This design comes from an exercise in tuning for small area, a short achievable clock period and few clock cycles per item on the open sky130 flow, not from production work. Function was checked by simulation only, so behaviour that the tests miss may differ from the original.

==> v17 <==
==> flow/design.v (excerpt) <==
module rs_col_decoder (
    input  wire       clk,
    input  wire       rst,
    input  wire       in_valid,
    output wire       in_ready,
    input  wire [7:0] in_data,
    input  wire       in_erase,
    output reg        corr_valid,
    output reg  [7:0] corr_pos,
    output reg  [7:0] corr_val,
    output reg        res_valid,
    output reg        res_fail
);
    localparam integer M  = 7;      
    localparam integer N  = 35;     
    localparam integer D  = 34;     
    localparam [33*8-1:0] POWJ = {8'h9d, 8'hc0, 8'h60, 8'h30, 8'h18, 8'h0c, 8'h06, 8'h03, 8'h8f, 8'hc9, 8'hea, 8'h75, 8'hb4, 8'h5a, 8'h2d, 8'h98, 8'h4c, 8'h26, 8'h13, 8'h87, 8'hcd, 8'he8, 8'h74, 8'h3a, 8'h1d, 8'h80, 8'h40, 8'h20, 8'h10, 8'h08, 8'h04, 8'h02, 8'h01};
    localparam [33*8-1:0] NEGJ = {8'h09, 8'h12, 8'h24, 8'h48, 8'h90, 8'h3d, 8'h7a, 8'hf4, 8'hf5, 8'hf7, 8'hf3, 8'hfb, 8'heb, 8'hcb, 8'h8b, 8'h0b, 8'h16, 8'h2c, 8'h58, 8'hb0, 8'h7d, 8'hfa, 8'he9, 8'hcf, 8'h83, 8'h1b, 8'h36, 8'h6c, 8'hd8, 8'had, 8'h47, 8'h8e, 8'h01};
    localparam [7:0] ALPHA_247 = 8'h83;    
    localparam [7:0] ALPHA_INV = 8'h8e;    
    localparam [63:0] IDENT = 64'h8040201008040201;
    function [7:0] xa1(input [7:0] v);
        xa1 = {v[6:0], 1'b0} ^ (v[7] ? 8'h1d : 8'h00);
    endfunction
  ...
clock: 12.0 ns
lec_check: 0
cap_margin: 20
core_margin: 2
core_utilization: 30
slew_margin: 20
run.sh (not shown) runs the stock make flow with config.mk's settings and CLKGATE_MAP_FILE= SYNTH_SCRIPT=/design/flow/synth_recipe.tcl, a recipe that flattens the netlist after the stock synthesis.
==> v32 (differences from v17) <==
--- a/flow/design.v
+++ b/flow/design.v
@@ -295,14 +295,12 @@
 );
     localparam integer M  = 7;      
     localparam integer N  = 35;     
     localparam integer D  = 34;     
     localparam [33*8-1:0] POWJ = {8'h9d, 8'hc0, 8'h60, 8'h30, 8'h18, 8'h0c, 8'h06, 8'h03, 8'h8f, 8'hc9, 8'hea, 8'h75, 8'hb4, 8'h5a, 8'h2d, 8'h98, 8'h4c, 8'h26, 8'h13, 8'h87, 8'hcd, 8'he8, 8'h74, 8'h3a, 8'h1d, 8'h80, 8'h40, 8'h20, 8'h10, 8'h08, 8'h04, 8'h02, 8'h01};
-    localparam [33*8-1:0] NEGJ = {8'h09, 8'h12, 8'h24, 8'h48, 8'h90, 8'h3d, 8'h7a, 8'hf4, 8'hf5, 8'hf7, 8'hf3, 8'hfb, 8'heb, 8'hcb, 8'h8b, 8'h0b, 8'h16, 8'h2c, 8'h58, 8'hb0, 8'h7d, 8'hfa, 8'he9, 8'hcf, 8'h83, 8'h1b, 8'h36, 8'h6c, 8'hd8, 8'had, 8'h47, 8'h8e, 8'h01};
     localparam [7:0] ALPHA_247 = 8'h83;    
     localparam [7:0] ALPHA_INV = 8'h8e;    
-    localparam [63:0] IDENT = 64'h8040201008040201;
     function [7:0] xa1(input [7:0] v);
         xa1 = {v[6:0], 1'b0} ^ (v[7] ? 8'h1d : 8'h00);
     endfunction
     function [63:0] mat(input [7:0] v);
         reg [7:0] t;
@@ -353,28 +351,29 @@
     reg  [5:0] occ, occm1;
     wire [7:0] fq_old = fq[occm1];
     wire       push   = proc1 & pk1;
     wire       pop;
     wire [5:0] occ_next = occ + {5'd0, push} - {5'd0, pop};
-    localparam [2:0] K_IDLE = 3'd0, K_START = 3'd1, K_START2 = 3'd2, K_BM = 3'd3, K_OM = 3'd4,
-                     K_DONE = 3'd5;
+    localparam [2:0] K_IDLE = 3'd0, K_START = 3'd1, K_START2 = 3'd2, K_LOAD = 3'd3, K_BM = 3'd4,
+                     K_OM = 3'd5, K_DONE = 3'd6;
     reg  [2:0] kst;
     reg  [4:0] ph;           
     reg  [4:0] it;           
     reg        itl;          
     reg  [5:0] f2;           
     reg  [5:0] f2e;          
     reg  [5:0] L2;
     reg  signed [6:0] k2;
     reg  [63:0] gm, dm;      
+    reg  [7:0]  dv;          
+    reg  [7:0]  gsrc, dsrc;  
+    reg         gld, dld;    
     reg  [7:0] dnx;          
     reg  [7:0] xn;           
     reg        ers, chg, ersn, chgn;
-    reg        m_bm, m_om, m_dn;
-    reg        a_s1, a_d1, a_s0;            
-    reg        b_s0, b_t0, b_tm;            
-    reg        k_s1, k_d1, k_s0, k_t0;      
+    reg        m_ld, m_bm, m_om, m_dn;
+    reg        k_d1, k_s0, k_t0;            
     reg        k_ok, tuse;
     reg  [6:0] zln;          
     reg  [4:0] zch;          
     reg  [6:0] la, lb;       
     reg  [4:0] ca, cb;       
@@ -405,22 +404,21 @@
             end else begin : g_cn
                 assign tm1 = sr[8*(g-1) +: 8];
                 assign tm2 = sr[8*(g-2) +: 8];
             end
             wire       m31 = (g == 3) ? ph4 : 1'b0;
-            wire [7:0] opa = ({8{a_s1}} & rs1) | ({8{a_d1}} & rd1) | ({8{a_s0}} & rs0);
-            wire [7:0] opb = ({8{b_s0 & ~m31}} & rs0) | ({8{b_t0}} & rt0) | ({8{b_tm}} & tm1);
+            wire [7:0] opa = m_om ? rs0 : rd1;
+            wire [7:0] opb = m_om ? tm1 : rt0;
             wire [7:0] dn  = mmul(gm, opa) ^ mmul(dm, opb);
             assign dn_l[g] = dn;
             wire       z   = zhit & zln[g];
-            wire [7:0] tkp = ({8{k_s1}} & rs1) | ({8{k_d1}} & rd1) |
-                             ({8{k_s0 & ~m31}} & rs0) | ({8{k_t0}} & rt0);
+            wire [7:0] tkp = ({8{k_d1}} & rd1) | ({8{k_s0 & ~m31}} & rs0) | ({8{k_t0}} & rt0);
             assign tnew[g] = ({8{~z | k_ok}} & tkp) ^ ({8{tuse & (~z | k_ok)}} & dn);
             if (g == 5) begin : g_pad
-                assign dnew[g] = m_bm ? (ph4 ? 8'd0 : dn) : rd0;
+                assign dnew[g] = m_bm ? (ph4 ? 8'd0 : dn) : (m_ld ? rs0 : rd0);
             end else begin : g_npad
-                assign dnew[g] = m_bm ? dn : rd0;
+                assign dnew[g] = m_bm ? dn : (m_ld ? rs0 : rd0);
             end
             assign snew[g] = m_om ? tm2 : rs0;
         end
     endgenerate
     wire [7:0] ha, hb;
@@ -433,29 +431,56 @@
             hb_r = hb_r | ({8{lb[i]}} & dr[8*i +: 8]);
         end
     end
     assign ha = ha_r;
     assign hb = hb_r;
+    always @* begin
+        gld  = 1'b0;
+        dld  = 1'b0;
+        gsrc = capa;
+        dsrc = capb;
+        case (kst)
+        K_START2: begin
+            gld  = 1'b1;
+            dld  = 1'b1;
+            gsrc = 8'h01;
+            dsrc = (f2e != 6'd0) ? xn : s1[0];
+        end
+        K_BM: if (ph4) begin
+            gld  = itl || (!ers && chg);
+            dld  = 1'b1;
+            gsrc = itl ? capa : dv;
+            dsrc = itl ? capb : (ersn ? xn : dnx);
+        end
+        K_OM: if (ph4) begin
+            gld  = 1'b1;
+            dld  = 1'b1;
+            gsrc = ca[4] ? ha : capa;
+            dsrc = cb[4] ? hb : capb;
+        end
+        default: ;
+        endcase
+    end
     assign pop = ((kst == K_START) && (f2e != 6'd0)) ||
                  (m_bm && ph4 && !itl && ersn);
     wire kge_n = ers ? 1'b1 : (chg ? 1'b0 : (k2 >= -7'sd1));
-    reg  [7:0] lc [0:32];
-    reg  [7:0] wc [0:31];
+    reg  [7:0] lc [0:32];      
+    reg  [7:0] wc [0:31];      
     reg        act3, pl3;
     reg  [7:0] pos3;       
     reg  [5:0] cnt3;
     reg        over3, bad3;
     wire       s3_ready = ~act3 | pl3;
     wire       load3    = m_dn && ph0 && s3_ready;
     wire [7:0] lc_step [0:32];
     wire [7:0] wc_step [0:31];
     generate
         for (g = 0; g < 33; g = g + 1) begin : g_chl
-            rs_gf_mul u_ms (.a(lc[g]), .b(NEGJ[8*g +: 8]), .p(lc_step[g]));
+            rs_gf_mul u_ms (.a(lc[g]), .b(POWJ[8*g +: 8]), .p(lc_step[g]));
         end
         for (g = 0; g < 32; g = g + 1) begin : g_cho
-            rs_gf_mul u_ms (.a(wc[g]), .b(NEGJ[8*g +: 8]), .p(wc_step[g]));
+            rs_gf_mul u_ms (.a(wc[g]), .b(POWJ[8*(g+1) +: 8]), .p(wc_step[g]));
         end
     endgenerate
     reg [7:0] lam_sum, lam_odd, om_sum;
     always @* begin
         lam_sum = 8'd0;
@@ -469,11 +494,12 @@
     end
     wire root  = act3 && (lam_sum == 8'd0);
     wire fin3  = act3 && pl3;
     wire fail3 = bad3 | over3 | (root ? (cnt3 != 6'd1) : (cnt3 != 6'd0));
     reg        p1v, p2v;
-    reg  [7:0] p1odd, p1om, p1row, p2inv, p2om, p2row;
+    reg  [7:0] p1odd, p1om, p2inv, p2om;
+    reg        ld1, ld2, ld3;  
     reg        r1v, r1f, r2v, r2f;
     wire [7:0] odd_inv;
     wire [7:0] err_val;
     rs_gf_inv u_inv (.a(p1odd), .inv(odd_inv));
     rs_gf_mul u_forney (.a(p2om), .b(p2inv), .p(err_val));
@@ -505,10 +531,15 @@
         end
         if (hand) begin
             f2  <= ecnt_a;
             f2e <= (ecnt_a > 6'd32) ? 6'd32 : ecnt_a;
         end
+        if (gld) gm <= mat(gsrc);
+        if (dld) begin
+            dm <= mat(dsrc);
+            dv <= dsrc;
+        end
         if (kst == K_START) xn <= fq_old;
         if (m_bm && ph[3] && ersn) xn <= fq_old;    
         if (m_bm && ph0) dnx <= dn_l[0];
         if (m_bm && ph[1]) chgn <= (dnx != 8'd0) && kge_n;
         if (m_bm && ph0) ersn <= ({1'b0, it} + 6'd1 < f2e);
@@ -519,12 +550,10 @@
             if (|(ca & ph)) capa <= ha;
             if (|(cb & ph)) capb <= hb;
         end
         case (kst)
         K_START2: begin
-            gm   <= IDENT;
-            dm   <= mat((f2e != 6'd0) ? xn : s1[0]);
             k2   <= 7'sd0;
             L2   <= f2e;
             ers  <= (f2e != 6'd0);
             chg  <= (f2e == 6'd0) && (s1[0] != 8'd0);
             ersn <= (f2e > 6'd1);
@@ -541,40 +570,33 @@
                 end
             end
             ers <= ersn;
             chg <= chgn;
             if (itl) begin
-                gm <= mat(capa);
-                dm <= mat(capb);
                 la <= 7'b0000100;        
                 ca <= 5'b00001;
                 lb <= 7'b0001000;        
                 cb <= 5'b00001;
-            end else begin
-                if (!ers && chg) gm <= dm;
-                dm <= mat(ersn ? xn : dnx);
             end
             if (zln[0]) begin
                 zln <= 7'b1000000;
                 zch <= {1'b0, zch[4:1]};
             end else begin
                 zln <= {1'b0, zln[6:1]};
             end
         end
         K_OM: if (ph4) begin
-            gm <= mat(ca[4] ? ha : capa);
-            dm <= mat(cb[4] ? hb : capb);
             la <= {la[4:0], la[6:5]};
             if (la[5] || la[6]) ca <= {ca[3:0], 1'b0};
             lb <= {lb[4:0], lb[6:5]};
             if (lb[5] || lb[6]) cb <= {cb[3:0], 1'b0};
         end
         default: ;
         endcase
         if (load3) begin
-            for (i = 0; i < 33; i = i + 1) lc[i] <= dr[8*i +: 8];
-            for (i = 0; i < 32; i = i + 1) wc[i] <= tr[8*i +: 8];
+            for (i = 0; i < 33; i = i + 1) lc[i] <= dr[8*(32-i) +: 8];
+            for (i = 0; i < 32; i = i + 1) wc[i] <= tr[8*(31-i) +: 8];
             cnt3  <= L2;
             over3 <= 1'b0;
             bad3  <= (f2 > 6'd32) || ({L2, 1'b0} > {1'b0, f2} + 7'd32);
         end else begin
             for (i = 0; i < 33; i = i + 1) lc[i] <= lc_step[i];
@@ -584,15 +606,16 @@
                 if (cnt3 == 6'd0) over3 <= 1'b1;
             end
         end
         p1odd <= lam_odd;
         p1om  <= om_sum;
-        p1row <= 8'd247 - pos3;
         p2inv <= odd_inv;
         p2om  <= p1om;
-        p2row <= p1row;
-        corr_pos <= p2row;
+        corr_pos <= ld3 ? 8'd247 : corr_pos - 8'd1;
+        ld1 <= load3;
+        ld2 <= ld1;
+        ld3 <= ld2;
         corr_val <= err_val;
         r1f <= fail3;
         r2f <= r1f;
         res_fail <= r2f;
         if (rst) begin
@@ -603,10 +626,11 @@
             v1      <= 1'b0;
             occ     <= 6'd0;
             occm1   <= 6'd63;
             kst     <= K_IDLE;
             s2_idle <= 1'b1;
+            m_ld    <= 1'b0;
             m_bm    <= 1'b0;
             m_om    <= 1'b0;
             m_dn    <= 1'b0;
             ph      <= 5'b00001;
             it      <= 5'd0;
@@ -636,45 +660,45 @@
                 kst     <= K_START;
                 s2_idle <= 1'b0;
             end
             K_START: kst <= K_START2;
             K_START2: begin
-                kst  <= K_BM;
-                m_bm <= 1'b1;
+                kst  <= K_LOAD;
+                m_ld <= 1'b1;
                 ph   <= 5'b00001;
                 it   <= 5'd0;
                 itl  <= 1'b0;
-                a_s1 <= 1'b1; a_d1 <= 1'b0; a_s0 <= 1'b0;
-                b_s0 <= 1'b1; b_t0 <= 1'b0; b_tm <= 1'b0;
-                k_s1 <= (f2e == 6'd0) && (s1[0] != 8'd0);
                 k_d1 <= 1'b0;
-                k_s0 <= (f2e == 6'd0) && (s1[0] == 8'd0);
+                k_s0 <= 1'b1;
                 k_t0 <= 1'b0;
+                k_ok <= 1'b1;
+                tuse <= 1'b0;
+            end
+            K_LOAD: if (ph4) begin
+                kst  <= K_BM;
+                m_ld <= 1'b0;
+                m_bm <= 1'b1;
+                k_d1 <= !ers && chg;
+                k_s0 <= 1'b0;
+                k_t0 <= !ers && !chg;
                 k_ok <= 1'b0;
-                tuse <= (f2e != 6'd0);
+                tuse <= ers;
             end
             K_BM: if (ph4) begin
                 it  <= it + 5'd1;
                 itl <= (it == 5'd30);
                 if (itl) begin
                     kst  <= K_OM;
                     m_bm <= 1'b0;
                     m_om <= 1'b1;
                     it   <= 5'd0;
-                    a_s1 <= 1'b0; a_d1 <= 1'b0; a_s0 <= 1'b1;
-                    b_s0 <= 1'b0; b_t0 <= 1'b0; b_tm <= 1'b1;
-                    k_s1 <= 1'b0; k_d1 <= 1'b0; k_s0 <= 1'b0; k_t0 <= 1'b0;
+                    k_d1 <= 1'b0; k_t0 <= 1'b0;
                     k_ok <= 1'b1;
                     tuse <= 1'b1;
                 end else begin
-                    a_s1 <= 1'b0; a_d1 <= 1'b1; a_s0 <= 1'b0;
-                    b_s0 <= 1'b0; b_t0 <= 1'b1; b_tm <= 1'b0;
-                    k_s1 <= 1'b0;
                     k_d1 <= !ersn && chgn;
-                    k_s0 <= 1'b0;
                     k_t0 <= !ersn && !chgn;
-                    k_ok <= 1'b0;
                     tuse <= ersn;
                 end
             end
             K_OM: if (ph4) begin
                 it  <= it + 5'd1;
@@ -682,12 +706,10 @@
                 k_t0 <= 1'b1;
                 if (itl) begin
                     kst  <= K_DONE;
                     m_om <= 1'b0;
                     m_dn <= 1'b1;
-                    a_s0 <= 1'b0;
-                    b_tm <= 1'b0;
                     tuse <= 1'b0;
                 end
             end
             K_DONE: if (load3) begin
                 kst     <= K_IDLE;
==> flow/flow/run.sh (new file) <==
#!/bin/bash
# Standard layout; port buffers taken as buf_4, and timing repair aimed at
# a setup slack of 8.4 ns (the design runs well below the 12 ns clock).
export BUFFER_PORTS_ARGS="-buffer_cell sky130_fd_sc_hd__buf_4"
export SETUP_SLACK_MARGIN=8.4
bash standard.sh > standard.log 2>&1
==> flow/standard.sh (new file) <==
#!/bin/bash
# synth_recipe.tcl (not shown) runs the flow's synth.tcl, then flattens the netlist and writes it again
# the make line also repeats each setting of config.mk as NAME=value (left out here)
make -C /OpenROAD-flow-scripts/flow DESIGN_CONFIG=/design/flow/config.mk WORK_HOME=/design/flow/orfs CLKGATE_MAP_FILE= SYNTH_SCRIPT=/design/flow/synth_recipe.tcl "${@:-finish}"
--- a/flow/config.mk
+++ b/flow/config.mk
@@ -5,7 +5,9 @@
 export SDC_FILE = /design/flow/constraint.sdc
 export NUM_CORES = 8
 export LEC_CHECK = 0
 export CAP_MARGIN = 20
 export CORE_MARGIN = 2
-export CORE_UTILIZATION = 30
+export CORE_UTILIZATION = 70
+export CTS_CLUSTER_DIAMETER = 60
+export CTS_CLUSTER_SIZE = 30
 export SLEW_MARGIN = 20
removed: flow/run.sh
==> v34 (differences from v17) <==
==> flow/flow/run.sh (new file) <==
#!/bin/bash
# Standard layout; port buffers taken as buf_4, and timing repair aimed at
# a setup slack of 9 ns (the design runs well below the 12 ns clock).
export BUFFER_PORTS_ARGS="-buffer_cell sky130_fd_sc_hd__buf_4"
export SETUP_SLACK_MARGIN=9
bash standard.sh > standard.log 2>&1
==> flow/standard.sh (new file) <==
#!/bin/bash
# synth_recipe.tcl (not shown) runs the flow's synth.tcl, then flattens the netlist and writes it again
# the make line also repeats each setting of config.mk as NAME=value (left out here)
make -C /OpenROAD-flow-scripts/flow DESIGN_CONFIG=/design/flow/config.mk WORK_HOME=/design/flow/orfs CLKGATE_MAP_FILE= SYNTH_SCRIPT=/design/flow/synth_recipe.tcl "${@:-finish}"
removed: flow/run.sh
==> comparison table <==
Wire length per cell after detailed routing: v32 27.5 um; v34 24.5 um; v17 23.7 um
Sum of routed wire segments on met1: v32 128000 um; v34 164000 um; v17 159000 um
Non-clock buffer share of cell area: v32 1.41%; v34 3.36%; v17 1.44%
Top fanout value on the critical path: v32 5; v34 1; v17 77
Wire length of the first global-routing pass: v32 508000 um; v34 569000 um; v17 554000 um
Multi-input combinational area share: v32 45.9%; v34 44.7%; v17 44.7%
Share of the final layout cell area in sequential cells: v32 46.0%; v34 40.6%; v17 42.1%
Result of the run: v32 no timing/DRC/antenna violations; v34 no timing/DRC/antenna violations; v17 no timing/DRC/antenna violations
Synthesized-area fraction occupied by adder cells: v32 0.714%; v34 0.692%; v17 0.692%
Worst Setup Slack, final: v32 8.29 ns; v34 8.16 ns; v17 7.32 ns
Met2 Usage GRT: v32 65.4%; v34 30.0%; v17 29.4%
Vias in the first global route: v32 77172; v34 79792; v17 78116
Launching instance or port of the critical path: v32 corr_pos[4]; v34 res_valid; v17 b_s0
Sequential cell area: v32 52100 um^2; v34 52700 um^2; v17 52600 um^2
Die width: v32 394 um; v34 613 um; v17 613 um
Detail-routed via count per cell: v32 6.31; v34 5.17; v17 5.10
Required time worst endpoint: v32 9.60 ns; v34 9.60 ns; v17 12.75 ns
Setup clock skew after layout: v32 0.0708 ns; v34 0.112 ns; v17 0.108 ns
Endpoint of the worst-slack reg-to-reg timing path: v32 dr[243]; v34 occm1[5]; v17 dr[239]
Xor/xnor cell area share of the yosys netlist: v32 24.8%; v34 25.3%; v17 25.3%
R2R depth: v32 9; v34 16; v17 8
Testbench counts of v17, summed over its fixed seeds: cycles 203,173, columns 800.
Testbench counts of v32, summed over its fixed seeds: cycles 203,247, columns 800.
Testbench counts of v34, summed over its fixed seeds: cycles 203,173, columns 800.

separate check: timing with driven ports:
How much do the figures lean on ideal ports? The routed layouts below were timed once more, with nothing changed but the port constraints. Step 1 sets driving cells, clkbuf_16 on the clock port and buf_2 on the other inputs (assumed; they add their load-dependent delay and slew). Step 2 adds t to the input delays and takes it off the output delays; t is the mean of the earliest and latest rising clock arrival at the registers after step 1. Input paths then give back, and output paths get back, about the clock's delay inside the block. Three values: no drivers, after step 1, after step 2; two values: the first two.
run | shift t [ns] | setup slack, ns | hold slack, ns | worst slew at a driven data input, ns
v17 | 1.030 | 7.321 / 7.321 / 7.098 | 0.307 / 0.307 / 0.307 | 0.10
v32 | 0.888 | 8.286 / 8.195 / 7.902 | 0.325 / 0.325 / 0.325 | 0.05
v34 | 1.056 | 8.159 / 8.041 / 8.159 | 0.291 / 0.291 / 0.291 | 0.07
After both steps every run listed still meets setup and hold. For v32, which loses most, drivers alone change the setup slack by -0.091 ns; drivers and shift together by -0.384 ns.
